What follows belongs to an exercise in optimizing a design on an open flow for small area; a production flow would make more cautious choices.
Function was checked by simulation only, so behaviour that the tests miss may differ from the original.

Setup of lane 1:
## col_ycc2rgb
module col_ycc2rgb (
    input  wire        clk,
    input  wire        rst,
    input  wire        in_valid,
    input  wire [1:0]  depth,
    input  wire        full_range,
    input  wire        yc2020,
    input  wire [15:0] y,
    input  wire [15:0] cb,
    input  wire [15:0] cr,
    output reg         out_valid,
    output reg  [15:0] out_r,
    output reg  [15:0] out_g,
    output reg  [15:0] out_b
);
    wire [3:0] fmt = {yc2020, full_range, depth};
    wire a1_0;
    wire pp1;
    wire pp2;
    wire pp3;
    wire pp4;
    wire pp5;
    wire pp6;
    wire pp7;
    wire pp8;
    wire pp9;
    wire pp10;
    wire pp11;
    wire pp12;
    wire pp13;
    wire pp14;
    wire pp15;
    wire pp16;
    wire a1_17;
    wire pp18;
    wire pp19;
    wire pp20;
    wire pp21;
    wire pp22;
    wire pp23;
    wire pp24;
    wire pp25;
    wire pp26;
    wire pp27;
    wire pp28;
    wire pp29;
    wire pp30;
    wire pp31;
    wire pp32;
    wire pp33;
    wire sg34;
    wire a1_35;
    wire a2_36;
    wire pp37;
    wire pp38;
    wire pp39;
    wire pp40;
    wire pp41;
    wire pp42;
    wire pp43;
    wire pp44;
    wire pp45;
    wire pp46;
    wire pp47;
    wire pp48;
    wire pp49;
    wire pp50;
    wire pp51;
    wire pp52;
    wire pp53;
    wire a1_54;
    wire pp55;
    wire pp56;
    wire pp57;
    wire pp58;
    wire pp59;
    wire pp60;
    wire pp61;
    wire pp62;
    wire pp63;
    wire pp64;
    wire pp65;
    wire pp66;
    wire pp67;
    wire pp68;
    wire pp69;
    wire pp70;
    wire a1_71;
    wire pp72;
    wire pp73;
    wire pp74;
    wire pp75;
    wire pp76;
    wire pp77;
    wire pp78;
    wire pp79;
    wire pp80;
    wire pp81;
    wire pp82;
    wire pp83;
    wire pp84;
    wire pp85;
    wire pp86;
    wire pp87;
    wire a1_88;
    wire pp89;
    wire pp90;
    wire pp91;
    wire pp92;
    wire pp93;
    wire pp94;
    wire pp95;
    wire pp96;
    wire pp97;
    wire pp98;
    wire pp99;
    wire pp100;
    wire pp101;
    wire pp102;
    wire pp103;
    wire pp104;
    wire a1_105;
    wire pp106;
    wire pp107;
    wire pp108;
    wire pp109;
    wire pp110;
  ...
For scale: roughly 2700 cells after synthesis, ~49 flip-flops, ~26000 um^2 of cells after synthesis.
Settings: LEC_CHECK=0, ABC_AREA=1, CAP_MARGIN=20, CORE_MARGIN=2, CORE_UTILIZATION=50, SLEW_MARGIN=20, SYNTH_HIERARCHICAL=1; clock period 12.0 ns.
standard.sh (not shown) runs the stock make flow with config.mk's settings and CLKGATE_MAP_FILE= SYNTH_SCRIPT=/design/flow/synth_recipe.tcl, a recipe that flattens the netlist after the stock synthesis.
==> flow/flow/run.sh <==
#!/bin/bash
# The standard layout (standard.sh, unchanged synthesis), with each port
# buffer made from the smallest buffer cell instead of a delay buffer.
set -e
cd "$(dirname "$0")/.."
export BUFFER_PORTS_ARGS="-buffer_cell sky130_fd_sc_hd__buf_2"
bash standard.sh > standard.log 2>&1
Lane 1 finished every stage and its layout cleared the timing, DRC and antenna checks.
Modified inputs, lane 2 compared to lane 1
# lane 1
export LEC_CHECK = 0
export ABC_AREA = 1
export CAP_MARGIN = 20
export CORE_MARGIN = 2
export CORE_UTILIZATION = 50
export SLEW_MARGIN = 20
export SYNTH_HIERARCHICAL = 1
create_clock -name core_clock -period 12.0 [get_ports {clk}]
# lane 2
export LEC_CHECK = 0
export ABC_AREA = 1
export CAP_MARGIN = 20
export CORE_MARGIN = 2
export CORE_UTILIZATION = 50
export GPL_TIMING_DRIVEN = 0
export SLEW_MARGIN = 20
export SYNTH_HIERARCHICAL = 1
create_clock -name core_clock -period 12.0 [get_ports {clk}]
Results
- | sequential fraction of total cell area | lane 2 vs lane 1 | ≈ equal |
- Changes observed in lane 2 relative to lane 1: final critical-path required period went up 0.32 ns; wire length of the first global-routing pass went up about 9%; worst hold slack after final layout went up 0.015 ns; layout overhead on the synthesized area went down 0.22 points.
- yc2020 as the worst setup path startpoint was reported by lane 2, and full_range by lane 1.
For lane 3, these inputs were changed with respect to lane 2:
# lane 2
export LEC_CHECK = 0
export ABC_AREA = 1
export CAP_MARGIN = 20
export CORE_MARGIN = 2
export CORE_UTILIZATION = 50
export GPL_TIMING_DRIVEN = 0
export SLEW_MARGIN = 20
export SYNTH_HIERARCHICAL = 1
create_clock -name core_clock -period 12.0 [get_ports {clk}]
# lane 3
export LEC_CHECK = 0
export ABC_AREA = 1
export CAP_MARGIN = 20
export CORE_MARGIN = 2
export CORE_UTILIZATION = 50
export SLEW_MARGIN = 20
export SYNTH_HIERARCHICAL = 1
create_clock -name core_clock -period 12.0 [get_ports {clk}]
-- flow/flow/run.sh --
<<< lane 2, line 6
export BUFFER_PORTS_ARGS="-buffer_cell sky130_fd_sc_hd__buf_2"
>>> lane 3, line 6
export BUFFER_PORTS_ARGS="-buffer_cell sky130_fd_sc_hd__buf_1"
==> comparison <==
Worst hold margin for lane 3: 0.020 ns down relative to lane 2
Final critical-path setup slack (higher): lane 3
Summary of lane 3 over lane 2: clock network area share closely matched the old numbers.
> inputs changed (lane 3 -> lane 4)
# lane 3
export LEC_CHECK = 0
export ABC_AREA = 1
export CAP_MARGIN = 20
export CORE_MARGIN = 2
export CORE_UTILIZATION = 50
export SLEW_MARGIN = 20
export SYNTH_HIERARCHICAL = 1
create_clock -name core_clock -period 12.0 [get_ports {clk}]
# lane 4
export LEC_CHECK = 0
export ABC_AREA = 1
export CAP_MARGIN = 20
export CORE_MARGIN = 2
export CORE_UTILIZATION = 50
export CTS_BUF_LIST = sky130_fd_sc_hd__clkbuf_4 sky130_fd_sc_hd__clkbuf_8
export GPL_TIMING_DRIVEN = 0
export SLEW_MARGIN = 20
export SYNTH_HIERARCHICAL = 1
create_clock -name core_clock -period 12.0 [get_ports {clk}]
-- flow/flow/run.sh --
<<< lane 3, line 7
>>> lane 4, line 7
export REMOVE_ABC_BUFFERS=1
Notes after the runs:
- Lane 4: PASS, flow complete, no timing, DRC or antenna violations
- The flow did not stop early for lane 3: all stages ran, and the layout cleared the timing, DRC and antenna checks.
- STATUS final instance area: lane 4 wins against lane 3
- In the reports for lane 3 and lane 4, the smaller final period demand of the worst path belongs to lane 3.
[inputs] lane 5 vs lane 4
# lane 4
export LEC_CHECK = 0
export ABC_AREA = 1
export CAP_MARGIN = 20
export CORE_MARGIN = 2
export CORE_UTILIZATION = 50
export CTS_BUF_LIST = sky130_fd_sc_hd__clkbuf_4 sky130_fd_sc_hd__clkbuf_8
export GPL_TIMING_DRIVEN = 0
export SLEW_MARGIN = 20
export SYNTH_HIERARCHICAL = 1
create_clock -name core_clock -period 12.0 [get_ports {clk}]
# lane 5
export LEC_CHECK = 0
export ABC_AREA = 1
export CAP_MARGIN = 0
export CORE_MARGIN = 2
export CORE_UTILIZATION = 50
export CTS_BUF_LIST = sky130_fd_sc_hd__clkbuf_4 sky130_fd_sc_hd__clkbuf_8
export GPL_TIMING_DRIVEN = 0
export SLEW_MARGIN = 0
export SYNTH_HIERARCHICAL = 1
create_clock -name core_clock -period 12.0 [get_ports {clk}]
## What came out
Compared with lane 4, in lane 5 area added between synthesis and finish shrank by 0.62 points; met2 layer usage reported by global route grew by 0.17 points.
The wire length on met3 number comes out higher for lane 5 vs lane 4.
Lane 5 vs. lane 4: aggregate negative setup slack flat, pre-CTS worst setup slack went down, number of logic stages on the critical path including buffering -about 6%, global-route usage over all layers roughly the same.
Against lane 4, lane 5 comes in 160 um^2 lower on cell area.
Lane 5 vs lane 4: non-clock buffer area fraction after layout down
Delta (lane 5 minus lane 4): proportion of cell area occupied by multi-input gates has increased; tightest hold margin has increased.

-- re-timing with driven ports --
The results above use ideal ports. As a check the final layouts listed here were re-extracted and re-timed, cells and wires unchanged.
Step 1, drivers: a clkbuf_16 drives clk and a buf_2 each remaining input, both assumed.
Step 2 moves the port delays by t, midway between the first and last clock arrival at a register: inputs arrive t later, outputs are due t later. That takes back most of the time a late clock gives input paths.
a / b / c = ideal ports / drivers / drivers and shift; a / b = the first two.
| run | t (ns) | setup WS [ns] | hold slack, ns |
|---|---|---|---|
| lane 1 | 0.349 | 0.586 / 0.609 / 0.260 | 2.232 / 2.207 / 2.556 |
| lane 2 | 0.334 | 0.262 / 0.276 / -0.058 | 2.247 / 2.230 / 2.564 |
| lane 3 | 0.348 | 0.480 / 0.414 / 0.066 | 2.227 / 2.206 / 2.553 |
| lane 4 | 0.391 | 0.393 / 0.418 / 0.027 | 2.188 / 2.160 / 2.551 |
| lane 5 | 0.393 | 0.291 / 0.293 / -0.100 | 2.192 / 2.165 / 2.558 |
With both steps, setup timing fails in lane 2 and lane 5, where it was met with ideal ports. The setup slack of lane 3, which loses most, moves by -0.066 ns with the drivers and by -0.414 ns with both steps.
